This is an optimization exercise on Yosys and OpenROAD, whose aim is small area, not a production implementation.
Only simulation tests tie the RTL to the original design; equivalence was not proved.
No activity file was given, so power comes from the tool's default toggle rates.

**design/flow/config.mk**
```make
export PLATFORM = sky130hd
export DESIGN_NAME = chk_unit
export DESIGN_NICKNAME = chk_unit
export VERILOG_FILES = /design/flow/design.v
export SDC_FILE = /design/flow/constraint.sdc
export NUM_CORES = 8
export LEC_CHECK = 0
export CAP_MARGIN = 10
export CORE_MARGIN = 2
export CORE_UTILIZATION = 60
export GPL_ROUTABILITY_DRIVEN = 0
export PLACE_DENSITY = 0.72
export SLEW_MARGIN = 10
```
**design/flow/constraint.sdc**
```tcl
create_clock -name core_clock -period 13.0 [get_ports {clk}]
set_input_delay 2.6000 -clock core_clock [delete_from_list [all_inputs] [get_ports {clk}]]
set_output_delay 2.6000 -clock core_clock [all_outputs]
set_load 0.01 [all_outputs]
```
**design/flow/design.v**
```verilog
module chk_channel #(
    parameter [3:0] CH = 4'd0
) (
    input  wire        clk,
    input  wire        rst,
    input  wire        sel,
    input  wire        w_cfg,
    input  wire        w_seq,
    input  wire        w_fsrc,
    input  wire        w_fcnt,
    input  wire        w_cmp,
    input  wire        w_crc,
    input  wire        w_start,      
    input  wire        w_ctl,        
    input  wire        w_res,        
    input  wire        w_cnt,        
    input  wire        w_le,         
    input  wire        w_fd,         
    input  wire        w_mmclr,      
    input  wire        mm_set,       
    input  wire        w_touch,      
    input  wire [5:0]  d_cfg,        
    input  wire [15:0] d_seq,
    input  wire [29:0] d_fsrc,
    input  wire [12:0] d_fcnt,
    input  wire [31:0] d_cmp,
    input  wire [31:0] d_crc,
    input  wire [31:0] d_res,
    input  wire [7:0]  d_alive,
    input  wire [1:0]  d_cuf,
    input  wire [1:0]  d_le,
    input  wire [3:0]  d_own,
    input  wire [6:0]  d_stamp,
    input  wire        rel_w,        
    input  wire        tick_due,     
    input  wire [6:0]  t_due,
    input  wire        jet_stop,
    input  wire [2:0]  jet_stop_id,
    input  wire        steward_stop,
    input  wire        lockout,
    output wire [5:0]  q_cfg,
    output wire [5:0]  q_act,
    output wire [15:0] q_seq,
    output wire [29:0] q_fsrc,
    output wire [12:0] q_fcnt,
    output wire [31:0] q_cmp,
    output wire [31:0] q_crc,
    output wire [31:0] q_res,
    output wire [7:0]  q_alive,
    output wire [1:0]  q_cuf,
    output wire [1:0]  q_le,
    output wire        q_fd,
    output wire        q_mm,
    output wire [3:0]  q_own
);
    localparam PRIV = (CH < 4);
    localparam [3:0] IDLE = 4'b0001;
    reg        cfg_cmp_en, cfg_swap;
    reg [1:0]  cfg_poly;
    reg        cfg_x0;
    reg        act_cmp_en, act_swap;
    reg [1:0]  act_poly;
    reg        act_x0;
    reg [15:0] seq;
    reg [29:0] fsrc;
    reg [12:0] fcnt;
    reg [31:0] cmp, crc, res;
    reg [7:0]  alive;
    reg [1:0]  cuf;
    reg [1:0]  last_end;
    reg        feed_st, mm_flag;
    reg [3:0]  own;
    reg [6:0]  stamp;
    wire [1:0] cfg_x, act_x;
    wire       rel_q  = (own != IDLE) && (lockout ||
                                  (jet_stop && own == {1'b1, jet_stop_id}) ||
                                  (steward_stop && own == 4'b0100) ||
                                  (tick_due && !(sel && w_touch) && stamp == t_due));
    wire       rel    = (sel && w_ctl) ? rel_w : rel_q;
    always @(posedge clk) begin
        if (rst || (sel && w_cfg)) begin
            cfg_cmp_en <= d_cfg[5];
            cfg_swap   <= d_cfg[4];
            cfg_poly   <= d_cfg[3:2];
            cfg_x0     <= d_cfg[0];
        end
        if (sel && w_start) begin
            act_cmp_en <= cfg_cmp_en;
            act_swap   <= cfg_swap;
            act_poly   <= cfg_poly;
            act_x0     <= cfg_x0;
        end
        if (rst || (sel && w_fsrc)) fsrc <= d_fsrc;
        if (rst || (sel && w_fcnt)) fcnt <= d_fcnt;
        if (rst || (sel && w_cmp))  cmp  <= d_cmp;
        if (sel && w_crc)           crc  <= d_crc;
        if (rst || (sel && w_res))  res  <= d_res;
        if (rst || (sel && w_mmclr) || mm_set)
            mm_flag <= !rst && !(sel && w_mmclr);
        if (rst || (sel && w_fd))   feed_st <= !rst;
        if (rst || rel || (sel && w_le))
            last_end <= rst ? 2'd0 : rel ? 2'd3 : d_le;
        if (rst || rel || (sel && w_ctl))
            own <= (rst || rel) ? IDLE : d_own;
        if (sel && w_touch) stamp <= d_stamp;
    end
    generate
        if (PRIV) begin : g_seq
            always @(posedge clk)
                if (rst || (sel && w_seq)) seq <= d_seq;
            assign cfg_x   = {1'b0, cfg_x0};
            assign act_x   = {1'b0, act_x0};
            assign q_seq   = seq;
            assign q_alive = 8'h00;
            assign q_cuf   = 2'd0;
        end else begin : g_alive
            reg cfg_x1, act_x1;
            always @(posedge clk) begin
                if (rst || (sel && w_cfg)) cfg_x1 <= d_cfg[1];
                if (sel && w_start)        act_x1 <= cfg_x1;
                if (rst || (sel && w_cnt)) begin
                    alive <= d_alive;
                    cuf   <= d_cuf;
                end
            end
            assign cfg_x   = {cfg_x1, cfg_x0};
            assign act_x   = {act_x1, act_x0};
            assign q_seq   = 16'h0000;
            assign q_alive = alive;
            assign q_cuf   = cuf;
        end
    endgenerate
    assign q_cfg  = {cfg_cmp_en, cfg_swap, cfg_poly, cfg_x};
    assign q_act  = {act_cmp_en, act_swap, act_poly, act_x};
    assign q_fsrc = fsrc;
    assign q_fcnt = fcnt;
    assign q_cmp  = cmp;
    assign q_crc  = crc;
    assign q_res  = res;
    assign q_le   = last_end;
    assign q_fd   = feed_st;
    assign q_mm   = mm_flag;
    assign q_own  = own;
endmodule
module chk_crc (
    input  wire [1:0]  poly,
    input  wire [31:0] x,
    input  wire [31:0] d,
    input  wire        one,
    input  wire        none,
    output wire [31:0] y
);
    wire [15:0] t0, m0, s0;
    wire [31:0] t1, m1, s1;
    wire [31:0] t2, m2, s2;
    wire [7:0]  t3, m3, s3;
    wire a0 = x[15] ^ d[23];
    wire a1 = x[14] ^ d[22];
    wire a2 = x[0] ^ d[24];
    wire a3 = x[7] ^ d[31];
    wire a4 = x[1] ^ d[25];
    wire a5 = x[2] ^ d[26];
    wire a6 = x[3] ^ d[27];
    wire a7 = x[5] ^ d[29];
    wire a8 = x[6] ^ d[30];
    wire a9 = x[4] ^ d[28];
    wire a10 = x[12] ^ d[20];
    wire a11 = x[13] ^ d[21];
    wire a12 = x[17] ^ d[9];
    wire a13 = x[9] ^ d[17];
    wire a14 = x[18] ^ d[10];
    wire a15 = x[11] ^ d[19];
    wire a16 = x[8] ^ d[16];
    wire a17 = x[10] ^ d[18];
    wire a18 = x[22] ^ d[14];
    wire a19 = x[20] ^ d[12];
    wire a20 = x[21] ^ d[13];
    wire a21 = x[23] ^ d[15];
    wire a22 = x[19] ^ d[11];
    wire a23 = x[16] ^ d[8];
    wire a24 = a0 ^ a16;
    wire a25 = a1 ^ a8;
    wire a26 = a12 ^ a18;
    wire a27 = a5 ^ a14;
    wire a28 = a2 ^ a4;
    wire a29 = a9 ^ a10;
    wire a30 = a7 ^ a11;
    wire a31 = a3 ^ a21;
    wire a32 = a6 ^ a22;
    wire a33 = a19 ^ a20;
    wire a34 = a15 ^ a17;
    wire a35 = a13 ^ a23;
    wire a36 = a13 ^ a28;
    wire a37 = a17 ^ a26;
    wire a38 = a2 ^ a24;
    wire a39 = a19 ^ a23;
    wire a40 = a25 ^ a30;
    wire a41 = a11 ^ a27;
    wire a42 = a5 ^ a6;
    wire a43 = a29 ^ a30;
    wire a44 = a25 ^ a31;
    wire a45 = a0 ^ a22;
    wire a46 = a4 ^ a10;
    wire a47 = a0 ^ a20;
    wire a48 = d[8] ^ d[12];
    wire a49 = a13 ^ a17;
    wire a50 = a9 ^ a33;
    wire a51 = a21 ^ a32;
    wire a52 = a1 ^ a15;
    wire a53 = a1 ^ a14;
    wire a54 = a24 ^ a29;
    wire a55 = a3 ^ a24;
    wire a56 = a3 ^ a25;
    wire a57 = a7 ^ a27;
    wire a58 = a2 ^ a12;
    wire a59 = a4 ^ a9;
    wire a60 = a8 ^ a21;
    wire a61 = a7 ^ a33;
    wire a62 = d[22] ^ d[9];
    wire a63 = a26 ^ a32;
    wire a64 = d[10] ^ d[14];
    wire a65 = a6 ^ a15;
    wire a66 = a23 ^ a33;
    wire a67 = a35 ^ a47;
    wire a68 = d[11] ^ d[15];
    wire a69 = a22 ^ a41;
    wire a70 = a4 ^ a5;
    wire a71 = a45 ^ a60;
    wire a72 = d[30] ^ a48;
    wire a73 = d[13] ^ d[14];
    wire a74 = a39 ^ a55;
    wire a75 = a18 ^ a20;
    wire a76 = a14 ^ a31;
    wire a77 = d[20] ^ d[21];
    wire a78 = a29 ^ a65;
    wire a79 = a35 ^ a50;
    wire a80 = d[18] ^ a48;
    wire a81 = a26 ^ a34;
    wire a82 = a14 ^ a40;
    wire a83 = a12 ^ a31;
    wire a84 = a5 ^ a28;
    wire a85 = a8 ^ a35;
    wire a86 = d[23] ^ d[11];
    wire a87 = a15 ^ a19;
    wire a88 = a18 ^ a27;
    wire a89 = a16 ^ a20;
    wire a90 = a11 ^ a28;
    wire a91 = x[14] ^ a72;
    wire a92 = x[15] ^ d[31];
    wire a93 = a16 ^ a36;
    wire a94 = d[12] ^ a3;
    wire a95 = a34 ^ a42;
    wire a96 = a1 ^ a3;
    wire a97 = a9 ^ a51;
    wire a98 = a49 ^ a70;
    wire a99 = x[30] ^ a8;
    wire a100 = d[16] ^ d[10];
    wire a101 = a50 ^ a88;
    wire a102 = a15 ^ a61;
    wire a103 = a78 ^ a91;
    wire a104 = a39 ^ a41;
    wire a105 = a34 ^ a71;
    wire a106 = a2 ^ a7;
    wire a107 = a4 ^ a37;
    wire a108 = a33 ^ a38;
    wire a109 = a37 ^ a53;
    wire a110 = a4 ^ a12;
    wire a111 = a32 ^ a108;
    wire a112 = a7 ^ a77;
    wire a113 = a10 ^ a18;
    wire a114 = a10 ^ a34;
    wire a115 = d[13] ^ a93;
    wire a116 = a63 ^ a67;
    wire a117 = a34 ^ a96;
    wire a118 = a23 ^ a44;
    wire a119 = a32 ^ a74;
    wire a120 = d[17] ^ a86;
    wire a121 = a57 ^ a81;
    wire a122 = a6 ^ a9;
    wire a123 = a10 ^ a15;
    wire a124 = a56 ^ a68;
    wire a125 = d[13] ^ a2;
    wire a126 = a62 ^ a73;
    wire a127 = a37 ^ a44;
    wire a128 = a24 ^ a31;
    wire a129 = a43 ^ a92;
    wire a130 = a17 ^ a69;
    wire a131 = a49 ^ a83;
    wire a132 = a40 ^ a64;
    wire a133 = a28 ^ a30;
    wire a134 = a36 ^ a55;
    wire a135 = a11 ^ a52;
    wire a136 = a37 ^ a104;
    wire a137 = a13 ^ a29;
    wire a138 = d[22] ^ a94;
    wire a139 = a13 ^ a87;
    wire a140 = a23 ^ a59;
    wire a141 = a5 ^ a11;
    wire a142 = a3 ^ a79;
    wire a143 = a44 ^ a46;
    wire a144 = a7 ^ a36;
    wire a145 = a15 ^ a45;
    wire a146 = d[17] ^ d[9];
    assign t0[0] = ((d[16] ^ x[0]) ^ a103);
    assign t0[1] = (((d[13] ^ a146) ^ x[1]) ^ a129);
    assign t0[2] = ((d[18] ^ x[2]) ^ a132);
    assign t0[3] = ((a0 ^ (d[19] ^ x[3])) ^ a124);
    assign t0[4] = (a38 ^ ((d[20] ^ x[4]) ^ a94));
    assign t0[5] = (a115 ^ ((d[21] ^ x[5]) ^ a103));
    assign t0[6] = (a129 ^ ((a126 ^ x[6]) ^ a98));
    assign t0[7] = (a132 ^ (((d[23] ^ d[15]) ^ x[7]) ^ a95));
    assign t0[8] = (a124 ^ (a38 ^ a78));
    assign t0[9] = (a134 ^ (d[12] ^ a43));
    assign t0[10] = (a98 ^ (((d[24] ^ d[13]) ^ x[8]) ^ a40));
    assign t0[11] = (a95 ^ ((a0 ^ ((d[25] ^ d[14]) ^ x[9])) ^ a56));
    assign t0[12] = (a38 ^ (((d[26] ^ d[15]) ^ x[10]) ^ (a3 ^ a91)));
    assign t0[13] = ((a92 ^ ((d[27] ^ d[9]) ^ x[11])) ^ a115);
    assign t0[14] = (((d[28] ^ a64) ^ x[12]) ^ a98);
    assign t0[15] = (((d[29] ^ a68) ^ x[13]) ^ a95);
    assign t1[0] = (((a12 ^ a14) ^ (a46 ^ (x[24] ^ a8))) ^ a119);
    assign t1[1] = (a142 ^ ((a58 ^ (x[25] ^ a16)) ^ a69));
    assign t1[2] = ((a61 ^ (x[26] ^ a32)) ^ (a93 ^ a109));
    assign t1[3] = ((x[27] ^ a36) ^ (a101 ^ a105));
    assign t1[4] = (a121 ^ (a38 ^ (a60 ^ (x[28] ^ a20))));
    assign t1[5] = ((a26 ^ (x[29] ^ a21)) ^ (a38 ^ a139));
    assign t1[6] = (a111 ^ (a99 ^ a131));
    assign t1[7] = (((x[31] ^ a8) ^ a63) ^ (a137 ^ (a34 ^ a47)));
    assign t1[8] = ((a39 ^ a43) ^ (a76 ^ (a18 ^ a34)));
    assign t1[9] = ((a66 ^ a76) ^ (a133 ^ (a52 ^ (a0 ^ a6))));
    assign t1[10] = ((a6 ^ a96) ^ a101);
    assign t1[11] = (a97 ^ (a75 ^ (a7 ^ a24)));
    assign t1[12] = ((a54 ^ a63) ^ (a76 ^ a144));
    assign t1[13] = (a131 ^ (a43 ^ (a0 ^ a42)));
    assign t1[14] = ((a110 ^ a43) ^ (a117 ^ (a19 ^ a45)));
    assign t1[15] = ((a38 ^ a40) ^ (a66 ^ (a27 ^ a123)));
    assign t1[16] = ((a10 ^ a56) ^ (a90 ^ a116));
    assign t1[17] = ((a128 ^ (a1 ^ a59)) ^ a136);
    assign t1[18] = (a143 ^ ((a5 ^ a13) ^ a102));
    assign t1[19] = (a107 ^ (a66 ^ a69));
    assign t1[20] = ((a33 ^ a52) ^ (a51 ^ (a26 ^ a27)));
    assign t1[21] = ((a31 ^ a89) ^ (a140 ^ (a8 ^ a26)));
    assign t1[22] = ((a84 ^ a85) ^ ((a19 ^ a113) ^ ((a0 ^ a7) ^ a51)));
    assign t1[23] = (((a20 ^ a21) ^ a54) ^ a130);
    assign t1[24] = (a134 ^ ((a26 ^ a123) ^ a82));
    assign t1[25] = (a130 ^ ((a24 ^ a35) ^ a143));
    assign t1[26] = ((a25 ^ a36) ^ (a41 ^ a114));
    assign t1[27] = ((a46 ^ a141) ^ (a117 ^ (a0 ^ a32)));
    assign t1[28] = ((a39 ^ a42) ^ (a54 ^ a135));
    assign t1[29] = ((a58 ^ (a1 ^ a6)) ^ (a43 ^ a67));
    assign t1[30] = ((a0 ^ a37) ^ (a140 ^ a82));
    assign t1[31] = ((a58 ^ a57) ^ (a145 ^ a118));
    assign t2[0] = (a38 ^ (a53 ^ (x[24] ^ a10)));
    assign t2[1] = ((x[25] ^ a35) ^ (a45 ^ a90));
    assign t2[2] = ((a39 ^ (x[26] ^ a1)) ^ ((a12 ^ a17) ^ a84));
    assign t2[3] = ((a47 ^ a65) ^ (a110 ^ (x[27] ^ a27)));
    assign t2[4] = ((a32 ^ (x[28] ^ a2)) ^ (a88 ^ (a23 ^ a29)));
    assign t2[5] = (a97 ^ (a133 ^ (a19 ^ (x[29] ^ a12))));
    assign t2[6] = ((a70 ^ a99) ^ (a54 ^ a61));
    assign t2[7] = ((a75 ^ (x[31] ^ a3)) ^ (a85 ^ (a30 ^ a42)));
    assign t2[8] = ((a16 ^ a122) ^ a127);
    assign t2[9] = ((a31 ^ a52) ^ (a106 ^ a137));
    assign t2[10] = ((a4 ^ a17) ^ a82);
    assign t2[11] = (a145 ^ ((a2 ^ a5) ^ a56));
    assign t2[12] = ((a6 ^ a46) ^ a74);
    assign t2[13] = ((a58 ^ a89) ^ (a141 ^ (a9 ^ a35)));
    assign t2[14] = (a144 ^ (a6 ^ a109));
    assign t2[15] = ((a27 ^ a59) ^ a105);
    assign t2[16] = ((a52 ^ a57) ^ a119);
    assign t2[17] = ((a85 ^ (a12 ^ a29)) ^ a111);
    assign t2[18] = (a142 ^ ((a14 ^ a30) ^ a107));
    assign t2[19] = (a121 ^ ((a21 ^ a22) ^ (a25 ^ a89)));
    assign t2[20] = ((a32 ^ (a16 ^ a18)) ^ (a44 ^ a139));
    assign t2[21] = ((a31 ^ a49) ^ (a53 ^ a50));
    assign t2[22] = ((a75 ^ a106) ^ (a114 ^ (a22 ^ a53)));
    assign t2[23] = ((a87 ^ a113) ^ (a71 ^ a90));
    assign t2[24] = ((a28 ^ a41) ^ (a66 ^ a128));
    assign t2[25] = ((a27 ^ a46) ^ a116);
    assign t2[26] = (a97 ^ a136);
    assign t2[27] = ((a12 ^ a51) ^ (a54 ^ a102));
    assign t2[28] = (a79 ^ (a40 ^ (a18 ^ a24)));
    assign t2[29] = (a127 ^ (a7 ^ a67));
    assign t2[30] = (a118 ^ (a10 ^ a81));
    assign t2[31] = (a83 ^ a135);
    assign t3[0] = ((a80 ^ (a73 ^ (d[21] ^ d[23]))) ^ a28);
    assign t3[1] = (((d[19] ^ d[15]) ^ a126) ^ a84);
    assign t3[2] = (a125 ^ (((d[15] ^ a77) ^ (a100 ^ a80)) ^ a42));
    assign t3[3] = (a122 ^ (((a62 ^ (d[16] ^ d[19])) ^ (a80 ^ a120)) ^ a2));
    assign t3[4] = (a112 ^ (((d[19] ^ d[8]) ^ (a64 ^ a146)) ^ a9));
    assign t3[5] = (a112 ^ (((d[18] ^ d[10]) ^ (a62 ^ a68)) ^ a8));
    assign t3[6] = ((((d[19] ^ d[21]) ^ (a86 ^ a100)) ^ a8) ^ a138);
    assign t3[7] = (a138 ^ ((d[20] ^ a120) ^ a125));
    wire b0_0 = m0[13] ^ d[5];
    wire b0_1 = m0[15] ^ d[7];
    wire b0_2 = m0[12] ^ d[4];
    wire b0_3 = m0[14] ^ d[6];
    wire b0_4 = d[2] ^ b0_3;
    wire b0_5 = d[1] ^ b0_0;
    wire b0_6 = m0[9] ^ b0_5;
    wire b0_7 = m0[11] ^ d[3];
    wire b0_8 = m0[8] ^ d[0];
    wire b0_9 = b0_2 ^ b0_8;
    wire b0_10 = m0[10] ^ b0_4;
    wire b0_11 = b0_1 ^ b0_7;
    assign s0[0] = b0_9;
    assign s0[1] = b0_6;
    assign s0[2] = b0_10;
    assign s0[3] = b0_11;
    assign s0[4] = b0_2;
    assign s0[5] = (b0_0 ^ b0_9);
    assign s0[6] = (b0_3 ^ b0_6);
    assign s0[7] = (b0_1 ^ b0_10);
    assign s0[8] = (m0[0] ^ b0_11);
    assign s0[9] = (m0[1] ^ b0_2);
    assign s0[10] = (m0[2] ^ b0_0);
    assign s0[11] = (m0[3] ^ b0_3);
    assign s0[12] = (b0_9 ^ (m0[4] ^ b0_1));
    assign s0[13] = (m0[5] ^ b0_6);
    assign s0[14] = (m0[6] ^ b0_10);
    assign s0[15] = (m0[7] ^ b0_11);
    wire b1_0 = m1[2] ^ d[2];
    wire b1_1 = m1[1] ^ d[1];
    wire b1_2 = m1[6] ^ d[6];
    wire b1_3 = m1[7] ^ d[7];
    wire b1_4 = m1[5] ^ d[5];
    wire b1_5 = m1[4] ^ d[4];
    wire b1_6 = m1[3] ^ d[3];
    wire b1_7 = m1[0] ^ d[0];
    wire b1_8 = b1_1 ^ b1_2;
    wire b1_9 = b1_0 ^ b1_5;
    wire b1_10 = b1_4 ^ b1_6;
    wire b1_11 = b1_3 ^ b1_7;
    wire b1_12 = b1_8 ^ b1_10;
    wire b1_13 = b1_0 ^ b1_8;
    wire b1_14 = b1_3 ^ b1_10;
    wire b1_15 = b1_1 ^ b1_7;
    wire b1_16 = b1_4 ^ b1_9;
    wire b1_17 = b1_6 ^ b1_11;
    wire b1_18 = b1_3 ^ b1_5;
    wire b1_19 = b1_8 ^ b1_11;
    wire b1_20 = b1_9 ^ b1_15;
    wire b1_21 = b1_1 ^ b1_5;
    assign s1[0] = ((m1[8] ^ b1_6) ^ b1_20);
    assign s1[1] = (b1_20 ^ (m1[9] ^ b1_10));
    assign s1[2] = (b1_12 ^ (m1[10] ^ b1_9));
    assign s1[3] = (b1_14 ^ (b1_9 ^ (m1[11] ^ b1_2)));
    assign s1[4] = (b1_13 ^ (b1_4 ^ (m1[12] ^ b1_3)));
    assign s1[5] = (b1_18 ^ (m1[13] ^ b1_8));
    assign s1[6] = (b1_14 ^ (m1[14] ^ b1_21));
    assign s1[7] = (m1[15] ^ b1_12);
    assign s1[8] = ((m1[16] ^ b1_2) ^ (b1_9 ^ b1_11));
    assign s1[9] = (b1_16 ^ (m1[17] ^ b1_11));
    assign s1[10] = ((m1[18] ^ b1_2) ^ b1_16);
    assign s1[11] = ((m1[19] ^ b1_2) ^ b1_14);
    assign s1[12] = (b1_13 ^ (b1_6 ^ (m1[20] ^ b1_3)));
    assign s1[13] = (b1_3 ^ (m1[21] ^ b1_1));
    assign s1[14] = (b1_21 ^ (m1[22] ^ b1_6));
    assign s1[15] = ((m1[23] ^ b1_7) ^ b1_16);
    assign s1[16] = ((m1[24] ^ b1_7) ^ b1_12);
    assign s1[17] = (b1_19 ^ (m1[25] ^ b1_9));
    assign s1[18] = (b1_18 ^ (m1[26] ^ b1_4));
    assign s1[19] = (b1_12 ^ (b1_9 ^ (m1[27] ^ b1_7)));
    assign s1[20] = (b1_12 ^ (b1_9 ^ (m1[28] ^ b1_3)));
    assign s1[21] = ((m1[29] ^ b1_4) ^ b1_19);
    assign s1[22] = (b1_17 ^ (b1_5 ^ (m1[30] ^ b1_2)));
    assign s1[23] = ((m1[31] ^ b1_0) ^ b1_14);
    assign s1[24] = b1_13;
    assign s1[25] = (b1_0 ^ b1_17);
    assign s1[26] = b1_0;
    assign s1[27] = b1_6;
    assign s1[28] = (b1_5 ^ b1_7);
    assign s1[29] = (b1_4 ^ b1_15);
    assign s1[30] = (b1_7 ^ b1_13);
    assign s1[31] = ((b1_0 ^ b1_1) ^ b1_17);
    wire b2_0 = m2[0] ^ d[0];
    wire b2_1 = m2[1] ^ d[1];
    wire b2_2 = m2[4] ^ d[4];
    wire b2_3 = m2[7] ^ d[7];
    wire b2_4 = m2[2] ^ d[2];
    wire b2_5 = m2[5] ^ d[5];
    wire b2_6 = m2[3] ^ d[3];
    wire b2_7 = m2[6] ^ d[6];
    wire b2_8 = b2_1 ^ b2_3;
    wire b2_9 = b2_0 ^ b2_5;
    wire b2_10 = b2_4 ^ b2_6;
    wire b2_11 = b2_7 ^ b2_9;
    wire b2_12 = b2_2 ^ b2_6;
    wire b2_13 = b2_0 ^ b2_2;
    wire b2_14 = b2_7 ^ b2_8;
    wire b2_15 = b2_1 ^ b2_4;
    wire b2_16 = b2_3 ^ b2_12;
    wire b2_17 = b2_3 ^ b2_4;
    wire b2_18 = b2_2 ^ b2_17;
    wire b2_19 = b2_10 ^ b2_13;
    wire b2_20 = b2_1 ^ b2_9;
    wire b2_21 = b2_8 ^ b2_12;
    wire b2_22 = b2_7 ^ b2_10;
    assign s2[0] = (m2[8] ^ b2_4);
    assign s2[1] = (b2_6 ^ (m2[9] ^ b2_0));
    assign s2[2] = (b2_13 ^ (m2[10] ^ b2_1));
    assign s2[3] = (b2_15 ^ (m2[11] ^ b2_5));
    assign s2[4] = ((m2[12] ^ b2_0) ^ b2_22);
    assign s2[5] = (m2[13] ^ b2_21);
    assign s2[6] = (b2_5 ^ (m2[14] ^ b2_2));
    assign s2[7] = (m2[15] ^ b2_11);
    assign s2[8] = (m2[16] ^ b2_14);
    assign s2[9] = (m2[17] ^ b2_3);
    assign s2[10] = (m2[18] ^ b2_4);
    assign s2[11] = (m2[19] ^ b2_6);
    assign s2[12] = (m2[20] ^ b2_13);
    assign s2[13] = (m2[21] ^ b2_20);
    assign s2[14] = (b2_15 ^ (m2[22] ^ b2_7));
    assign s2[15] = (b2_10 ^ (m2[23] ^ b2_3));
    assign s2[16] = (m2[24] ^ b2_19);
    assign s2[17] = (b2_20 ^ (m2[25] ^ b2_12));
    assign s2[18] = (b2_11 ^ (b2_15 ^ (m2[26] ^ b2_2)));
    assign s2[19] = (b2_14 ^ (b2_10 ^ (m2[27] ^ b2_5)));
    assign s2[20] = ((m2[28] ^ b2_7) ^ b2_16);
    assign s2[21] = ((m2[29] ^ b2_5) ^ b2_18);
    assign s2[22] = ((m2[30] ^ b2_5) ^ b2_22);
    assign s2[23] = ((m2[31] ^ b2_7) ^ b2_16);
    assign s2[24] = (b2_9 ^ b2_18);
    assign s2[25] = (b2_11 ^ (b2_1 ^ b2_10));
    assign s2[26] = (b2_14 ^ b2_19);
    assign s2[27] = (b2_5 ^ b2_21);
    assign s2[28] = (b2_2 ^ b2_11);
    assign s2[29] = (b2_8 ^ b2_11);
    assign s2[30] = (b2_0 ^ b2_14);
    assign s2[31] = b2_8;
    wire b3_0 = m3[4] ^ d[4];
    wire b3_1 = m3[2] ^ d[2];
    wire b3_2 = m3[5] ^ d[5];
    wire b3_3 = m3[3] ^ d[3];
    wire b3_4 = m3[0] ^ d[0];
    wire b3_5 = m3[1] ^ d[1];
    wire b3_6 = m3[6] ^ d[6];
    wire b3_7 = b3_0 ^ b3_4;
    wire b3_8 = m3[7] ^ d[7];
    wire b3_9 = b3_1 ^ b3_8;
    wire b3_10 = b3_0 ^ b3_3;
    wire b3_11 = b3_5 ^ b3_6;
    wire b3_12 = b3_2 ^ b3_7;
    wire b3_13 = b3_3 ^ b3_5;
    assign s3[0] = (b3_6 ^ b3_12);
    assign s3[1] = (b3_11 ^ (b3_2 ^ b3_8));
    assign s3[2] = (b3_9 ^ b3_12);
    assign s3[3] = (b3_7 ^ b3_13);
    assign s3[4] = (b3_11 ^ (b3_1 ^ b3_4));
    assign s3[5] = (b3_9 ^ b3_13);
    assign s3[6] = (b3_1 ^ b3_10);
    assign s3[7] = (b3_2 ^ b3_10);
    assign m0 = one ? x[15:0] : t0;
    assign m1 = one ? x : t1;
    assign m2 = one ? x : t2;
    assign m3 = one ? x[7:0] : t3;
    reg [31:0] ys;
    always @(*) begin
        case (poly)
            2'd0:    ys = {16'h0000, s0};
            2'd1:    ys = s1;
            2'd2:    ys = s2;
            default: ys = {24'h000000, s3};
        endcase
    end
    assign y = none ? x : ys;
endmodule
module chk_unit (
    input  wire        clk,
    input  wire        rst,
    input  wire        req_valid,
    input  wire        req_write,
    input  wire [6:0]  req_addr,
    input  wire [31:0] req_wdata,
    input  wire [2:0]  req_src,
    input  wire [2:0]  req_jet,
    output reg         rsp_valid,
    output reg         rsp_denied,
    output reg  [31:0] rsp_rdata,
    input  wire [7:0]  fold_addr,
    input  wire        tick_ms,
    input  wire        jet_stop,
    input  wire [2:0]  jet_stop_id,
    input  wire        steward_stop,
    input  wire        lockout,
    output wire        mismatch_evt,
    output reg  [2:0]  mismatch_ch
);
    localparam [3:0] R_CFG  = 4'd0, R_SEQ  = 4'd1, R_FSRC = 4'd2, R_FCNT = 4'd3,
                     R_CTL  = 4'd4, R_DATA = 4'd5, R_BYTE = 4'd6, R_RES  = 4'd7,
                     R_CMP  = 4'd8, R_STAT = 4'd9;
    localparam [3:0] IDLE = 4'b0001;
    wire [2:0]  c  = req_addr[6:4];
    wire [3:0]  r  = req_addr[3:0];
    wire [31:0] wd = req_wdata;
    wire        priv = !c[2];
    wire [3:0]  id = (req_src == 3'd1) ? {1'b1, req_jet} : {1'b0, req_src};
    localparam NB = 32 + 32 + 32 + 30 + 13 + 16 + 6 + 6 + 8 + 2 + 4 + 2 + 1 + 1;
    wire [NB-1:0] q_all [0:7];
    wire [7:0]    oh_c = 8'd1 << c;
    reg [NB-1:0] s_all;
    integer n;
    always @(*) begin
        s_all = {NB{1'b0}};
        for (n = 0; n < 8; n = n + 1)
            s_all = s_all | (q_all[n] & {NB{oh_c[n]}});
    end
    wire [31:0] crc_c, res_c, cmp_c;
    wire [29:0] fsrc_c;
    wire [12:0] fcnt_c;
    wire [15:0] seq_c;
    wire [5:0]  cfg_c, act_c;
    wire [7:0]  alive_c;
    wire [1:0]  cuf_c, le_c;
    wire [3:0]  own_c;
    wire        mm_c, fd_c;
    assign {crc_c, res_c, cmp_c, fsrc_c, fcnt_c, seq_c, cfg_c, act_c,
            alive_c, cuf_c, own_c, le_c, mm_c, fd_c} = s_all;
    wire active_c = (own_c != IDLE);
    wire owner_c  = (own_c == id);
    wire prot     = (r <= R_BYTE) || (r == R_CMP);
    wire denied   = (priv && req_src == 3'd1) || (active_c && !owner_c && prot);
    wire ok       = req_valid && req_write && !denied;
    wire is_ctl = (r == R_CTL);
    wire b_start  = wd[31], b_feed = wd[30], b_finish = wd[29], b_abort = wd[28];
    wire start    = is_ctl && b_start;
    wire act1     = b_start || active_c;
    wire fin      = is_ctl && act1 && !b_abort && !b_feed && b_finish;
    wire feed     = is_ctl && act1 && !b_abort && b_feed;
    wire ends     = is_ctl && act1 && (b_abort || (!b_feed && b_finish));
    wire [5:0] cf      = start ? cfg_c : act_c;
    wire       cmp_en  = cf[5];
    wire [1:0] poly    = cf[3:2];
    wire [1:0] cnt_w   = cf[1:0];
    wire       seq_inc = fin && priv && cf[0];
    wire       cnt     = fin && !priv && (cnt_w != 2'd0);
    wire       cnt4    = (cnt_w == 2'd1);
    reg [31:0] x0;
    always @(*) begin
        if (start) begin
            case ({priv, poly})
                3'b000: x0 = 32'h0000_FFFF;
                3'b011: x0 = 32'h0000_00FF;
                3'b100: x0 = 32'h0000_1E0C;
                3'b101: x0 = 32'hA942_E6BC;
                3'b110: x0 = 32'hF095_8FD9;
                3'b111: x0 = 32'h0000_007E;
                default: x0 = 32'hFFFF_FFFF;
            endcase
        end else begin
            x0 = crc_c;
        end
    end
    wire [7:0]  cbyte = cnt4 ? {4'h0, alive_c[3:0]} : alive_c;
    wire [31:0] dsw   = {wd[7:0], wd[15:8], wd[23:16], wd[31:24]};
    wire        swap  = act_c[4];
    wire [31:0] edata = is_ctl ? (priv ? {8'h00, fold_addr, seq_c} : {24'h0, cbyte})
                               : ((r == R_DATA && swap) ? dsw : wd);
    wire        one   = (r == R_BYTE) || (is_ctl && !priv);
    wire        none  = is_ctl && !(priv && start) && !cnt;
    wire [31:0] y;
    chk_crc u_crc (.poly(poly), .x(x0), .d(edata), .one(one), .none(none), .y(y));
    reg [31:0] fin_v, mask;
    always @(*) begin
        case (poly)
            2'd0:    begin fin_v = {16'h0000, y[15:0]};       mask = 32'h0000_FFFF; end
            2'd3:    begin fin_v = {24'h000000, ~y[7:0]};      mask = 32'h0000_00FF; end
            default: begin fin_v = ~y;                         mask = 32'hFFFF_FFFF; end
        endcase
    end
    wire [31:0] diff = fin_v ^ cmp_c;
    reg  [7:0]  mm_part;
    reg         mm_pend;
    integer k;
    always @(posedge clk) begin
        for (k = 0; k < 8; k = k + 1)
            mm_part[k] <= mask[4*k] && (|diff[4*k +: 4]);
        mm_pend <= !rst && ok && fin && cmp_en;
    end
    assign mismatch_evt = mm_pend && (mm_part != 8'h00);
    wire [7:0] mm_set = {8{mismatch_evt}} & (8'd1 << mismatch_ch);
    wire [3:0] own_s = start ? id : own_c;
    wire [3:0] d_own = (b_abort || (!b_feed && b_finish)) ? IDLE : own_s;
    wire       rel_w = (d_own != IDLE) && (lockout ||
                                           (jet_stop && d_own == {1'b1, jet_stop_id}) ||
                                           (steward_stop && d_own == 4'b0100));
    reg  [6:0] tcnt;
    wire [6:0] tnext = tcnt + {6'd0, tick_ms};
    wire [6:0] t_due = tcnt - 7'd99;
    wire [5:0]  d_cfg   = rst ? 6'b000100
                              : {wd[16], wd[4], wd[1:0], priv ? {1'b0, wd[12]} : wd[9:8]};
    wire [15:0] d_seq   = rst ? 16'h0 : (r == R_SEQ) ? wd[15:0] : seq_c + 16'd1;
    wire [29:0] d_fsrc  = rst ? 30'h0 : {wd[31:30], wd[27:0]};
    wire [12:0] d_fcnt  = rst ? 13'h0 : wd[12:0];
    wire [31:0] d_cmp   = rst ? 32'h0 : wd;
    wire [31:0] d_res   = rst ? 32'h0 : fin_v;
    wire [7:0]  d_alive = rst ? 8'h0 : cnt4 ? {4'h0, alive_c[3:0] + 4'd1} : alive_c + 8'd1;
    wire [1:0]  d_cuf   = rst ? 2'd0 : {1'b1, cnt4};
    wire [1:0]  d_le    = b_abort ? 2'd2 : 2'd1;
    wire w_cfg   = (r == R_CFG);
    wire w_seq   = (r == R_SEQ) || seq_inc;
    wire w_fsrc  = (r == R_FSRC);
    wire w_fcnt  = (r == R_FCNT);
    wire w_cmp   = (r == R_CMP);
    wire w_crc   = (r == R_CTL) || (r == R_DATA) || (r == R_BYTE);
    wire w_mmclr = (r == R_STAT) && wd[23];
    wire w_touch = owner_c || start;
    genvar g;
    generate
        for (g = 0; g < 8; g = g + 1) begin : chan
            wire [5:0]  q_cfg, q_act;
            wire [15:0] q_seq;
            wire [29:0] q_fsrc;
            wire [12:0] q_fcnt;
            wire [31:0] q_cmp, q_crc, q_res;
            wire [7:0]  q_alive;
            wire [1:0]  q_cuf, q_le;
            wire        q_fd, q_mm;
            wire [3:0]  q_own;
            chk_channel #(.CH(g)) u_ch (
                .clk(clk), .rst(rst),
                .sel(ok && oh_c[g]),
                .w_cfg(w_cfg), .w_seq(w_seq), .w_fsrc(w_fsrc), .w_fcnt(w_fcnt),
                .w_cmp(w_cmp), .w_crc(w_crc), .w_start(start), .w_ctl(is_ctl),
                .w_res(fin), .w_cnt(cnt), .w_le(ends), .w_fd(feed), .w_mmclr(w_mmclr), .mm_set(mm_set[g]),
                .w_touch(w_touch),
                .d_cfg(d_cfg), .d_seq(d_seq), .d_fsrc(d_fsrc), .d_fcnt(d_fcnt),
                .d_cmp(d_cmp), .d_crc(y), .d_res(d_res), .d_alive(d_alive),
                .d_cuf(d_cuf), .d_le(d_le), .d_own(d_own),
                .d_stamp(tnext),
                .rel_w(rel_w), .tick_due(tick_ms), .t_due(t_due),
                .jet_stop(jet_stop), .jet_stop_id(jet_stop_id),
                .steward_stop(steward_stop), .lockout(lockout),
                .q_cfg(q_cfg), .q_act(q_act), .q_seq(q_seq),
                .q_fsrc(q_fsrc), .q_fcnt(q_fcnt), .q_cmp(q_cmp),
                .q_crc(q_crc), .q_res(q_res), .q_alive(q_alive),
                .q_cuf(q_cuf), .q_le(q_le), .q_fd(q_fd), .q_mm(q_mm),
                .q_own(q_own)
            );
            assign q_all[g] = {q_crc, q_res, q_cmp, q_fsrc, q_fcnt, q_seq, q_cfg, q_act,
                               q_alive, q_cuf, q_own, q_le, q_mm, q_fd};
        end
    endgenerate
    wire [7:0] cnt_used = !cuf_c[1] ? 8'h00
                        : cuf_c[0] ? {4'h0, alive_c[3:0] - 4'd1} : alive_c - 8'd1;
    wire [2:0] owner    = !active_c ? 3'd0 : own_c[3] ? 3'd1 : own_c[2:0];
    wire [2:0] ojet     = own_c[3] ? own_c[2:0] : 3'd0;
    reg [31:0] rdata;
    always @(*) begin
        case (r)
            R_CFG:  rdata = {15'h0, cfg_c[5], 3'h0, priv & cfg_c[0], 2'h0,
                             priv ? 2'b00 : cfg_c[1:0], 3'h0, cfg_c[4], 2'h0, cfg_c[3:2]};
            R_SEQ:  rdata = {16'h0000, seq_c};
            R_FSRC: rdata = {fsrc_c[29:28], 2'b00, fsrc_c[27:0]};
            R_FCNT: rdata = {19'h0, fcnt_c};
            R_RES:  rdata = res_c;
            R_CMP:  rdata = cmp_c;
            R_STAT: rdata = {active_c ? 2'd1 : 2'd0, owner, ojet, mm_c | mm_set[c],
                             1'b0, le_c, 1'b0, 1'b0, fd_c, 1'b0, cnt_used, 8'h00};
            default: rdata = 32'h0;
        endcase
    end
    always @(posedge clk) begin
        if (rst) begin
            rsp_valid    <= 1'b0;
            tcnt         <= 7'd0;
        end else begin
            rsp_valid    <= req_valid;
            tcnt         <= tnext;
        end
        rsp_denied  <= req_write && denied;
        rsp_rdata   <= rdata;
        mismatch_ch <= c;
    end
endmodule
```
**design/flow/flow/run.sh**
```bash
#!/bin/bash
# Own layout flow.
# 1. The standard synthesis (standard.sh synth).
# 2. The same synthesis again with an area-oriented ABC mapping script
#    (area_synth.tcl, abc_area_map.script, bias_lib.py); its netlist replaces
#    the standard one only if it holds exactly the same registers (names and
#    cell types).
# 3. The standard ORFS layout steps, with clock tree and port buffer
#    settings of our own.
# Each tool's output goes to a log of its own in this folder.
set -euo pipefail
W=$(pwd)
R=$W/orfs/results/$FLOW_PLATFORM/chk_unit/base
A=$W/orfs_area/results/$FLOW_PLATFORM/chk_unit/base

bash standard.sh synth > 1_standard_synth.log 2>&1
cp $R/1_2_yosys.v $W/standard_synth.v

python3 flow/bias_lib.py $FLOW_HOME/platforms/$FLOW_PLATFORM/lib/sky130_fd_sc_hd__tt_025C_1v80.lib \
  $W/abc_bias.lib 5.0 > 2_bias_lib.log 2>&1
if bash standard.sh WORK_HOME=$W/orfs_area SYNTH_SCRIPT=$W/flow/area_synth.tcl synth \
     > 2_area_synth.log 2>&1 \
   && python3 flow/regs_match.py $W/standard_synth.v $A/1_2_yosys.v > 2_regs_match.log 2>&1; then
  cp $A/1_2_yosys.v $R/1_2_yosys.v
  touch $R/1_2_yosys.v
fi

bash standard.sh \
  "CTS_ARGS=-sink_clustering_enable -repair_clock_nets -sink_clustering_size 10 -sink_clustering_max_diameter 40 -buf_list sky130_fd_sc_hd__clkbuf_4 -dont_use_dummy_load" \
  "BUFFER_PORTS_ARGS=-buffer_cell sky130_fd_sc_hd__buf_1" \
  finish > 3_layout.log 2>&1
```
**design/flow/flow/abc_area_map.script**
```
strash
dc2
dch -f
amap
```
**design/flow/flow/area_synth.tcl**
```tcl
set ::area_dir [file dirname [file normalize [info script]]]
set ::area_abc_script [file join $::area_dir abc_area_map.script]
# the library ABC maps with (written by run.sh with bias_lib.py)
set ::area_abc_lib [file join [file dirname $::area_dir] abc_bias.lib]
proc synth {args} { yosys synth -nofsm -noshare {*}$args }
proc abc {args} {
  set i [lsearch -exact $args -script]
  if {$i >= 0} {
    set args [lreplace $args [expr {$i + 1}] [expr {$i + 1}] $::area_abc_script]
  }
  set l [lsearch -exact $args -liberty]
  if {$l >= 0 && [file exists $::area_abc_lib]} {
    set args [lreplace $args [expr {$l + 1}] [expr {$l + 1}] $::area_abc_lib]
  }
  set j [lsearch -exact $args -D]
  if {$j >= 0} {
    set args [lreplace $args $j [expr {$j + 1}]]
  }
  yosys abc {*}$args
}
# no half or full adder cells: ABC maps that logic together with the rest
proc extract_fa {args} {}
source $::env(SCRIPTS_DIR)/synth.tcl
# left out here: clear keep_hierarchy, flatten, clean up, hide names made inside functions, write 1_2_yosys.v
```
**design/flow/flow/bias_lib.py**
```python
#!/usr/bin/env python3
"""Writes a copy of a liberty file in which the two-input XOR and XNOR cells
are given a smaller area. Used only to steer ABC's area mapping towards
those cells (which are faster than the NAND/OAI structures it would
otherwise build an XOR from); every later step reads the real library.
Usage: bias_lib.py IN.lib OUT.lib AREA"""
import re, sys

src, dst, area = sys.argv[1], sys.argv[2], sys.argv[3]
text = open(src).read()
for cell in ("sky130_fd_sc_hd__xor2_1", "sky130_fd_sc_hd__xnor2_1"):
    start = text.index('cell ("%s")' % cell)
    at = text.index("area", start)
    end = text.index(";", at)
    text = text[:at] + "area : " + area + text[end:]
open(dst, "w").write(text)
```
**design/flow/flow/regs_match.py**
```python
#!/usr/bin/env python3
"""Checks that two netlists hold the same registers: the same instance names,
each of the same cell type. Usage: regs_match.py STANDARD.v OTHER.v"""
import re, sys

def regs(path):
    text = open(path).read()
    out = {}
    for m in re.finditer(r'^\s*(sky130_fd_sc_hd__\w+)\s+(\\\S+|\w+)\s*\(', text, re.M):
        cell, name = m.group(1), m.group(2)
        if re.search(r'__(e|s|se)?df|__dl', cell):
            out[name] = cell
    return out

a, b = regs(sys.argv[1]), regs(sys.argv[2])
if a != b:
    print("registers differ: %d vs %d, %d names only in the first, %d only in the second, %d of another type"
          % (len(a), len(b), len(set(a) - set(b)), len(set(b) - set(a)),
             sum(1 for k in set(a) & set(b) if a[k] != b[k])))
    sys.exit(1)
print("registers match: %d" % len(a))
```
**design/flow/standard.sh**
```bash
#!/bin/bash
# synth_recipe.tcl (not shown) runs the flow's synth.tcl, then flattens the netlist and writes it again
# the make line also repeats each setting of config.mk as NAME=value (left out here)
make -C /OpenROAD-flow-scripts/flow DESIGN_CONFIG=/design/flow/config.mk WORK_HOME=/design/flow/orfs CLKGATE_MAP_FILE= SYNTH_SCRIPT=/design/flow/synth_recipe.tcl "${@:-finish}"
```
==> impl_metrics.toml, run 1 <==
[outcome]
outcome = "no timing/DRC/antenna violations"

[timing]
layout_min_cycle_time_ns = 12.07
rsz0062_at_grt = "false"
fin_skew_ns = 0.173
tightest_slew_ns = 1.35
slew_viol_final = 0
hold_viol_final = 0
tns_ns = 0
setup_violations = 0
clock.fmax_mhz = 82.8
worst_hold_slack_ns = 0.402
slew_headroom = 0.0880
finalCritPeriodShare = 0.929

[cts]
cts.sinks = 1477
cts_tree = "built"
root_buffer = "clkbuf_4"
post-cts-setup-buffer-count = 0
clock_latency_ns = 1.19
post_cts_resized = 0
numCtsBuffers = 176
cts_buffer_depth = 3
ctsHoldBuffers = 0
h-tree-depth = 4
path_clk_slew_ns = 0.12

[detailed_routing]
totalWireLength_um = 211000
drtIter0Drc = 8770
wl_per_cell_um = 34.2
drc = 0
ant_nets = 0
first_pass_iters = 9
viasPerCell = 7.15
vias = 44100

[worst_setup_path]
worstPathArrival_ns = 12.83
worst_path_most_repeated_cell = "xor2_1"
cp-end-kind = "flop"
cp-start-kind = "input port"
crit_fanout = 16
critical-path-max-stage-delay_ns = 0.78
crit_type = "input port to flop"
cp.required_ns = 13.76
cpMaxStageDelayCell = "xor2_1"

[cells_and_area]
syn_to_final_growth_pct = 8.84
nets = 4839
final_cell_mix = "1424 x edfxtp_1, 493 x xor2_1, 256 x a222oi_1"
fin_area_mm2 = 0.0687
layout_commonest_cell = "edfxtp_1"
drive_above_1_share = 0.0937
fin_util = 0.661

[logic_synthesis]
yosys_warnings = 10
syn-cell-area_mm2 = 0.0631
synth_fp_nets = 4348
syn_area_per_cell_um2 = 14.7
synth_cells = 4284

[global_routing]
antenna_found_initial = 16
overflow = 0
grt_max_degree = 102
grtUsageTotal = 0.390
grt_pass1_vias = 41100
grt_pass1_wl_um = 298000

[power_and_ir_drop]
power.density_mw_per_mm2 = 273
p_leak_nw = 22.3
irDropWorstVdd_mv = 0.426
total_power_w = 0.0188

[place]
numPortBuffers = 101
place_hpwl_um = 139000
placed_area_mm2 = 0.0673

[floorplan]
die-area_mm2 = 0.108
die_h_um = 328
rows = 118
core-area_mm2 = 0.104
initial_utilization = 0.607
io_pins = 102
fp.dieW_um = 328

[min_path]
holdCritPathClass = "flop to flop"

[job]
maxCapViolations = 0
## routing by layer
metal,global-route usage,wire length [um],vias to the layer above
li1,-,-,18100
met5,0,129,-
met3,0.117,33500,630
met1,0.542,73400,21400
met4,0.197,12900,18
met2,0.563,91000,3906
## area by class of cell
type / count / area [um2]
Inverter: 221 / 833
Multi-Input combinational cell: 2586 / 18900
Clock buffer: 176 / 1320
Sequential cell: 1477 / 43800
Fill cell: 7571 / 35200
Tap cell: 1380 / 1730
Antenna cell: 12 / 30.0
Timing Repair Buffer: 313 / 2040
## worst max-delay path: cells and delay by family
| family | cells | cell delay (ns) |
|---|---|---|
| and+or+nand+nor | 11 | 2.11 |
| buffers and inverters | 10 | 2.32 |
| xor gates and xnor gates | 11 | 4.26 |
| AOI/OAI and AO/OA | 5 | 1.52 |
## power breakdown
part	internal, W	switching, W	total, W
logic	0.00295	0.00674	0.00970
registers	0.00684	0.000176	0.00702
clock network	0.000620	0.00141	0.00203
total	0.0104	0.00833	0.0188
## state kept, by name (all words and copies together) (netlist names), 16 cells and up
name                flops
chan.u_ch.own          32
chan.u_ch.stamp        56
chan.u_ch.seq          64
chan.u_ch.fsrc        240
chan.u_ch.fcnt        104
chan.u_ch.alive        32
chan.u_ch.res         256
chan.u_ch.cmp         256
rsp_rdata              32
chan.u_ch.act_poly     16
chan.u_ch.last_end     16
chan.u_ch.crc         256
chan.u_ch.cfg_poly     16
## path summary, 6_finish.rpt
check	from	endpoint	slack, ns	depth (start not counted)
setup / recovery	req_addr[2]	chan[3].u_ch.res[0]	0.93	37
hold / removal	chan[5].u_ch.cfg_swap	chan[5].u_ch.act_swap	0.40	0
setup reg to reg	chan[3].u_ch.cfg_poly[1]	chan[3].u_ch.res[0]	3.04	31
hold reg to reg	chan[5].u_ch.cfg_swap	chan[5].u_ch.act_swap	0.40	0
## per-stage QoR
step / instances / worst slack, ns
6_report: 6165 / 0.926
5_1_grt: 6159 / 0.526
4_1_cts: 6151 / 1.43
3_5_place_dp: 5975 / 0.317
3_3_place_gp: 5975 / 0.627
2_1_floorplan: 4284 / 0.0453
==> run 2, diff against run 1 <==
--- a/design/flow/config.mk
+++ b/design/flow/config.mk
@@ -11,3 +11,2 @@
 export GPL_ROUTABILITY_DRIVEN = 0
-export PLACE_DENSITY = 0.72
 export SLEW_MARGIN = 10
==> impl_metrics.toml, run 2 <==
[cells_and_area]
syn_to_final_growth_pct = 8.89
layout_commonest_cell = "edfxtp_1"
layout.cells.non_filler = 6169
final_cell_mix = "1424 x edfxtp_1, 493 x xor2_1, 256 x a222oi_1"
top_regs = "chan.u_ch.cmp: 256 flops, chan.u_ch.crc: 256 flops, chan.u_ch.res: 256 flops"
drive_above_1_share = 0.0954
fin_util = 0.661
nets = 4846
fill_cells = 7655

[worst_setup_path]
crit_fanout = 9
cpMaxStageDelayCell = "a32oi_1"
worst-path-buf-inv = 9
crit_type = "input port to flop"
cp-start-kind = "input port"
cp-end-kind = "flop"
worst_path_most_repeated_cell = "clkinv_1"
cp.required_ns = 13.83
critical-path-max-stage-delay_ns = 0.86
cp_top_family = "XOR/XNOR gates"
worstPathArrival_ns = 12.71

[floorplan]
die-area_mm2 = 0.108
rows = 118
initial_utilization = 0.607
fp.dieW_um = 328
die_h_um = 328
core-area_mm2 = 0.104
io_pins = 102

[timing]
rsz0062_at_grt = "false"
clock.fmax_mhz = 84.1
slew_headroom = 0.157
hold_viol_final = 0
fin_skew_ns = 0.214
worst_hold_slack_ns = 0.443
finalCritPeriodShare = 0.914
layout_min_cycle_time_ns = 11.88
slew_viol_final = 0
tns_ns = 0
tightest_slew_ns = 1.25
setup_violations = 0

[detailed_routing]
totalWireLength_um = 216000
wl_per_cell_um = 35.0
drc = 0
viasPerCell = 7.11
vias = 43900
ant_nets = 0
first_pass_iters = 10
drtIter0Drc = 7908

[logic_synthesis]
syn-cell-area_mm2 = 0.0631
synth_fp_nets = 4348
yosys_warnings = 10
synth_cells = 4284
syn_area_per_cell_um2 = 14.7

[place]
numPortBuffers = 101
dp_cells = 5980
place_hpwl_um = 144000

[cts]
path_clk_slew_ns = 0.11
h-tree-depth = 4
post-cts-setup-buffer-count = 0
post_cts_resized = 0
ctsHoldBuffers = 0
clock_latency_ns = 1.20
root_buffer = "clkbuf_4"
cts_tree = "built"
cts_buffer_depth = 3
cts.sinks = 1477
numCtsBuffers = 178

[power_and_ir_drop]
irDropWorstVdd_mv = 0.392
p_leak_nw = 22.3
power.density_mw_per_mm2 = 274

[outcome]
outcome = "no timing/DRC/antenna violations"

[min_path]
holdCritPathClass = "flop to flop"

[global_routing]
grt_pass1_vias = 40800
overflow = 0
grt_pass1_wl_um = 303000
antenna_found_initial = 16
grt_max_degree = 79
grtUsageTotal = 0.399

[job]
maxCapViolations = 0
==> run 2: metrics by stage <==
stage	setup slack [ns]	instance area (um2)	total power, W
after floorplan	0.0453	63200	0.0130
after global placement	0.661	67300	0.0164
after detailed placement	0.531	67300	0.0165
after CTS	1.74	68700	0.0185
after global routing	0.873	68700	0.0195
final	1.12	68700	0.0189
==> run 2: metal layers <==
layer  GRT usage  part of all wire
met1       0.575              0.38
met2       0.584              0.44
met3      0.0994              0.14
met4       0.169             0.047
met5           0           0.00047
==> run 2: worst paths after layout <==
kind | from | slack, ns | end | depth (start not counted)
worst max-delay path | req_addr[2] | 1.12 | chan[1].u_ch.res[6] | 34
worst min-delay path | chan[2].u_ch.cfg_x0 | 0.44 | chan[2].u_ch.act_x0 | 0
worst max register to register | chan[4].u_ch.cfg_poly[1] | 3.02 | chan[1].u_ch.res[6] | 29
worst min register to register | chan[2].u_ch.cfg_x0 | 0.44 | chan[2].u_ch.act_x0 | 0
==> run 2: layout make-up <==
class	instances	area (um2)	area share
sequential	1477	43800	0.638
tap	1380	1730	0.0251
antenna	9	22.5	0.000328
multi-input combinational	2586	18900	0.275
timing repair buffer	318	2050	0.0299
inverter	221	833	0.0121
clock buffer	178	1340	0.0194
==> run 2: where the power goes <==
group | internal, W | total (W) | switching, W
registers | 0.00684 | 0.00701 | 0.000172
logic | 0.00296 | 0.00979 | 0.00683
clock network | 0.000627 | 0.00205 | 0.00142
total | 0.0104 | 0.0189 | 0.00842
==> run 2: worst reg2reg max path, delay by kind of cell, from the launching register on <==
family / cells / cell delay, ns
DFF: 1 / 0.45
xor gates and xnor gates: 10 / 3.98
buffers and inverters: 5 / 1.10
AOI/OAI and AO/OA: 6 / 2.47
and+or+nand+nor: 8 / 1.64
==> run 3, diff against run 2 <==
--- a/design/flow/config.mk
+++ b/design/flow/config.mk
@@ -7,3 +7,3 @@
 export LEC_CHECK = 0
-export CAP_MARGIN = 10
+export CAP_MARGIN = 5
 export CORE_MARGIN = 2
@@ -11,2 +11,2 @@
 export GPL_ROUTABILITY_DRIVEN = 0
-export SLEW_MARGIN = 10
+export SLEW_MARGIN = 5
==> impl_metrics.toml, run 3 <==
[global_routing]
grt_max_degree = 79
grtUsageTotal = 0.398
grt_use_met2 = 0.584
overflow = 0
use_met1 = 0.572
top_usage_layer = "met2"
use_met3 = 0.0999
grt_pass1_wl_um = 302000
grt_pass1_vias = 40900
antenna_found_initial = 17

[floorplan]
initial_utilization = 0.607
io_pins = 102
core-area_mm2 = 0.104
rows = 118
fp.dieW_um = 328
die_h_um = 328
die-area_mm2 = 0.108

[power_and_ir_drop]
pwr-share-clk = 0.109
combPwrFrac = 0.519
irDropWorstVdd_mv = 0.389
switching_share = 0.447
power.density_mw_per_mm2 = 275
power_switching_w = 0.00844
internal-power_w = 0.0104
seqPwrFrac = 0.372
p_leak_nw = 22.3

[worst_setup_path]
cp-start-kind = "input port"
r2r_setup_slack_ns = 3.09
r2r-start = "chan[4].u_ch.cfg_poly[1]"
worstRegToRegCells = 29
crit_fanout = 9
cp.required_ns = 13.86
critical-path-max-stage-delay_ns = 0.85
cpMaxStageDelayCell = "xor2_1"
worst_path_most_repeated_cell = "clkinv_1"
cp-end-kind = "flop"
worstPathArrival_ns = 12.64
regToRegEndpoint = "chan[1].u_ch.res[6]"
crit_type = "input port to flop"

[min_path]
holdCritPathClass = "flop to flop"
min_to = "chan[5].u_ch.act_swap"
min_from = "chan[5].u_ch.cfg_swap"
min_path_cells = 0

[logic_synthesis]
synth_fp_nets = 4348
syn-cell-area_mm2 = 0.0631
yosys_warnings = 10
syn_area_per_cell_um2 = 14.7
synth_cells = 4284

[detailed_routing]
vias = 43900
drtIter0Drc = 8263
totalWireLength_um = 216000
drc = 0
first_pass_iters = 9
viasPerCell = 7.12
ant_nets = 0
wl_per_cell_um = 35.0

[timing]
clock.fmax_mhz = 84.9
layout_min_cycle_time_ns = 11.78
slew_viol_final = 0
rsz0062_at_grt = "false"
fin_skew_ns = 0.195
setup_violations = 0
tns_ns = 0
hold_viol_final = 0
worst_hold_slack_ns = 0.378
finalCritPeriodShare = 0.906
tightest_slew_ns = 1.36
slew_headroom = 0.0835

[cts]
cts.sinks = 1477
cts_buffer_depth = 3
cts_tree = "built"
numCtsBuffers = 179
h-tree-depth = 4
post_cts_resized = 0
path_clk_slew_ns = 0.11
clock_latency_ns = 1.23
ctsHoldBuffers = 0
root_buffer = "clkbuf_4"
post-cts-setup-buffer-count = 0

[job]
maxCapViolations = 0

[place]
numPortBuffers = 101
dp_cells = 5980
place_hpwl_um = 144000

[cells_and_area]
top_regs = "chan.u_ch.cmp: 256 flops, chan.u_ch.crc: 256 flops, chan.u_ch.res: 256 flops"
nets = 4845
fill_cells = 7691
seqCellArea_mm2 = 0.0438
layout.cells.non_filler = 6171
drive_above_1_share = 0.0950
syn_to_final_growth_pct = 8.88
layout_commonest_cell = "edfxtp_1"
final_cell_mix = "1424 x edfxtp_1, 493 x xor2_1, 256 x a222oi_1"
multiInputGateArea_mm2 = 0.0189

[outcome]
outcome = "no timing/DRC/antenna violations"
==> run 3: cell type report <==
type	instances	share of cell area
flip-flops and latches	1477	0.638
multi-input cells	2586	0.275
repair buffers	316	0.0296
well taps	1380	0.0251
clock buffers	179	0.0196
inverters	221	0.0121
diodes	12	0.000437
==> run 3: critical path: cells and delay by family <==
family | cells | cell delay, ns
xor gates and xnor gates | 10 | 3.92
AOI/OAI and AO/OA | 6 | 2.39
and+or+nand+nor | 9 | 1.89
buffers and inverters | 9 | 1.83
==> run 3: through the flow <==
step	total power (W)	worst slack, ns	utilization	area, um2
after floorplan	0.0130	0.0453	-	63200
after global placement	0.0164	0.661	0.648	67300
after detailed placement	0.0165	0.516	0.648	67300
after CTS	0.0185	1.75	0.661	68700
after global routing	0.0194	0.891	0.661	68700
final	0.0189	1.22	0.661	68700
==> run 3: worst max path at each step <==
stage                      from                   to  slack, ns  cells after the start
CTS                 req_addr[2]  chan[1].u_ch.res[6]       1.75                     34
floorplan           req_addr[6]           mm_part[0]       0.05                     33
finish              req_addr[2]  chan[1].u_ch.res[6]       1.22                     34
detailed placement  req_addr[2]  chan[3].u_ch.res[6]       0.52                     34
global placement    req_addr[2]  chan[1].u_ch.res[6]       0.66                     34
global route        req_addr[2]  chan[2].u_ch.res[6]       0.89                     34
==> run 3: power groups by stage <==
stage                     clock (W)  sequential (W)  combinational [W]
after floorplan                   0         0.00707            0.00590
after global placement            0         0.00709            0.00935
after detailed placement          0         0.00712            0.00936
after CTS                   0.00206         0.00701            0.00939
after global routing        0.00223         0.00706             0.0101
final                       0.00205         0.00701            0.00980
==> run 3: per-layer routing <==
layer	vias to the layer above	wire length (um)	share of wire
li1	18100	-	-
met1	21600	81100	0.37
met2	3626	94500	0.44
met3	560	30400	0.14
met4	8	10200	0.047
met5	-	55	0.00025
==> run 4, diff against run 3 <==
--- a/design/flow/config.mk
+++ b/design/flow/config.mk
@@ -7,3 +7,3 @@
 export LEC_CHECK = 0
-export CAP_MARGIN = 5
+export CAP_MARGIN = 0
 export CORE_MARGIN = 2
@@ -11,2 +11,2 @@
 export GPL_ROUTABILITY_DRIVEN = 0
-export SLEW_MARGIN = 5
+export SLEW_MARGIN = 0
==> impl_metrics.toml, run 4 <==
[cells_and_area]
final_cell_mix = "1424 x edfxtp_1, 493 x xor2_1, 256 x a222oi_1"
fill_cells = 7691
layout.cells.non_filler = 6171
layout_commonest_cell = "edfxtp_1"
nets = 4845
fin_util = 0.661
drive_above_1_share = 0.0950
syn_to_final_growth_pct = 8.88
top_regs = "chan.u_ch.cmp: 256 flops, chan.u_ch.crc: 256 flops, chan.u_ch.res: 256 flops"

[power_and_ir_drop]
switching_share = 0.447
irDropWorstVdd_mv = 0.389
power_switching_w = 0.00844
combPwrFrac = 0.519
total_power_w = 0.0189
internal-power_w = 0.0104
seqPwrFrac = 0.372
p_leak_nw = 22.3
pwr-share-clk = 0.109
power.density_mw_per_mm2 = 275

[global_routing]
grt_max_degree = 79
antenna_found_initial = 17
use_met3 = 0.0999
grtUsageTotal = 0.398
use_met1 = 0.572
grt_pass1_vias = 40900
top_usage_layer = "met2"
grt_use_met2 = 0.584
overflow = 0
grt_pass1_wl_um = 302000

[floorplan]
io_pins = 102
die_h_um = 328
rows = 118
fp.dieW_um = 328
core-area_mm2 = 0.104
die-area_mm2 = 0.108
initial_utilization = 0.607

[timing]
tns_ns = 0
worst_hold_slack_ns = 0.378
fin_skew_ns = 0.195
clock.fmax_mhz = 84.9
hold_viol_final = 0
slew_viol_final = 0
setup_violations = 0
rsz0062_at_grt = "false"
slew_headroom = 0.0835
layout_min_cycle_time_ns = 11.78
finalCritPeriodShare = 0.906
tightest_slew_ns = 1.36

[detailed_routing]
totalWireLength_um = 216000
ant_nets = 0
drc = 0
drtIter0Drc = 8263
vias = 43900
viasPerCell = 7.12
first_pass_iters = 9
wl_per_cell_um = 35.0

[cts]
cts.sinks = 1477
cts_buffer_depth = 3
clock_latency_ns = 1.23
h-tree-depth = 4
root_buffer = "clkbuf_4"
path_clk_slew_ns = 0.11
post-cts-setup-buffer-count = 0
numCtsBuffers = 179
post_cts_resized = 0
ctsHoldBuffers = 0
cts_tree = "built"

[worst_setup_path]
worstRegToRegCells = 29
r2r-start = "chan[4].u_ch.cfg_poly[1]"
regToRegEndpoint = "chan[1].u_ch.res[6]"
cpMaxStageDelayCell = "xor2_1"
worst_path_most_repeated_cell = "clkinv_1"
crit_fanout = 9
cp.required_ns = 13.86
cp-end-kind = "flop"
critical-path-max-stage-delay_ns = 0.85
cp-start-kind = "input port"
worst-path-buf-inv = 9
cp_top_family = "XOR/XNOR gates"
worstPathArrival_ns = 12.64
r2r_setup_slack_ns = 3.09
crit_type = "input port to flop"

[place]
dp_cells = 5980
place_hpwl_um = 144000
numPortBuffers = 101

[logic_synthesis]
yosys_warnings = 10
synth_cells = 4284
syn_area_per_cell_um2 = 14.7
syn-cell-area_mm2 = 0.0631
synth_fp_nets = 4348

[min_path]
min_from = "chan[5].u_ch.cfg_swap"
min_path_cells = 0
min_to = "chan[5].u_ch.act_swap"
holdCritPathClass = "flop to flop"

[outcome]
outcome = "no timing/DRC/antenna violations"

[job]
maxCapViolations = 0
-- run 4: how the worst max path moves through the flow --
| stage | start | endpoint | depth (start not counted) |
|---|---|---|---|
| after floorplan | req_addr[6] | mm_part[0] | 33 |
| after global placement | req_addr[2] | chan[1].u_ch.res[6] | 34 |
| after detailed placement | req_addr[2] | chan[3].u_ch.res[6] | 34 |
| after CTS | req_addr[2] | chan[1].u_ch.res[6] | 34 |
| after global routing | req_addr[2] | chan[2].u_ch.res[6] | 34 |
| final | req_addr[2] | chan[1].u_ch.res[6] | 34 |
-- run 4: power groups by stage --
| stage | combinational (W) | sequential [W] | clock [W] |
|---|---|---|---|
| after detailed placement | 0.00936 | 0.00712 | 0 |
| after CTS | 0.00939 | 0.00701 | 0.00206 |
| final | 0.00980 | 0.00701 | 0.00205 |
| after global placement | 0.00935 | 0.00709 | 0 |
| after global routing | 0.0101 | 0.00706 | 0.00223 |
| after floorplan | 0.00590 | 0.00707 | 0 |
-- run 4: worst reg2reg max path: cells and delay by family (launching register included) --
family / cells / cell delay [ns]
xor gates and xnor gates: 10 / 3.93
AOI/OAI and AO/OA: 6 / 2.44
and+or+nand+nor: 8 / 1.65
buffers and inverters: 5 / 1.09
DFF: 1 / 0.44
-- run 4: through the flow --
stage	setup slack, ns	instance area [um2]
4_1_cts	1.75	68700
5_1_grt	0.891	68700
6_report	1.22	68700
2_1_floorplan	0.0453	63200
3_3_place_gp	0.661	67300
3_5_place_dp	0.516	67300
-- run 4: routing by layer --
metal  routed length [um]  vias up  part of all wire
met2                94500     3626              0.44
met3                30400      560              0.14
met5                   55        -           0.00025
li1                     -    18100                 -
met1                81100    21600              0.37
met4                10200        8             0.047
-- run 4: cell type report --
type / count / area (um2) / area share
clock buffers: 179 / 1340 / 0.0196
well taps: 1380 / 1730 / 0.0251
diodes: 12 / 30.0 / 0.000437
multi-input cells: 2586 / 18900 / 0.275
flip-flops and latches: 1477 / 43800 / 0.638
repair buffers: 316 / 2040 / 0.0296
inverters: 221 / 833 / 0.0121

==> re-timing with driven ports <==
The flow's constraints put no driver on any port. The routed layouts listed below were extracted and timed again, unchanged, in two steps.
Step 1 (the two cells are an assumption about what drives the block):
set clk [get_ports {clk}]
set_driving_cell -lib_cell sky130_fd_sc_hd__clkbuf_16 $clk
set_driving_cell -lib_cell sky130_fd_sc_hd__buf_2 [delete_from_list [all_inputs] $clk]
Step 2 also shifts input and output timing later by t, the mid clock arrival at the registers, as if the neighbouring blocks saw the same clock.
Three values: ideal ports, drivers, drivers and shift; two values: the first two.
| run | t, ns | slack for setup (ns) | pins driven straight from the clock port |
|---|---|---|---|
| run 1 | 1.171 | 0.926 / 0.971 / -0.200 | 1 |
| run 2 | 1.167 | 1.116 / 1.158 / -0.010 | 1 |
| run 3 | 1.208 | 1.225 / 1.267 / 0.059 | 1 |
| run 4 | 1.208 | 1.225 / 1.267 / 0.059 | 1 |
With both steps, setup timing fails in run 1 and run 2, where it was met with ideal ports.
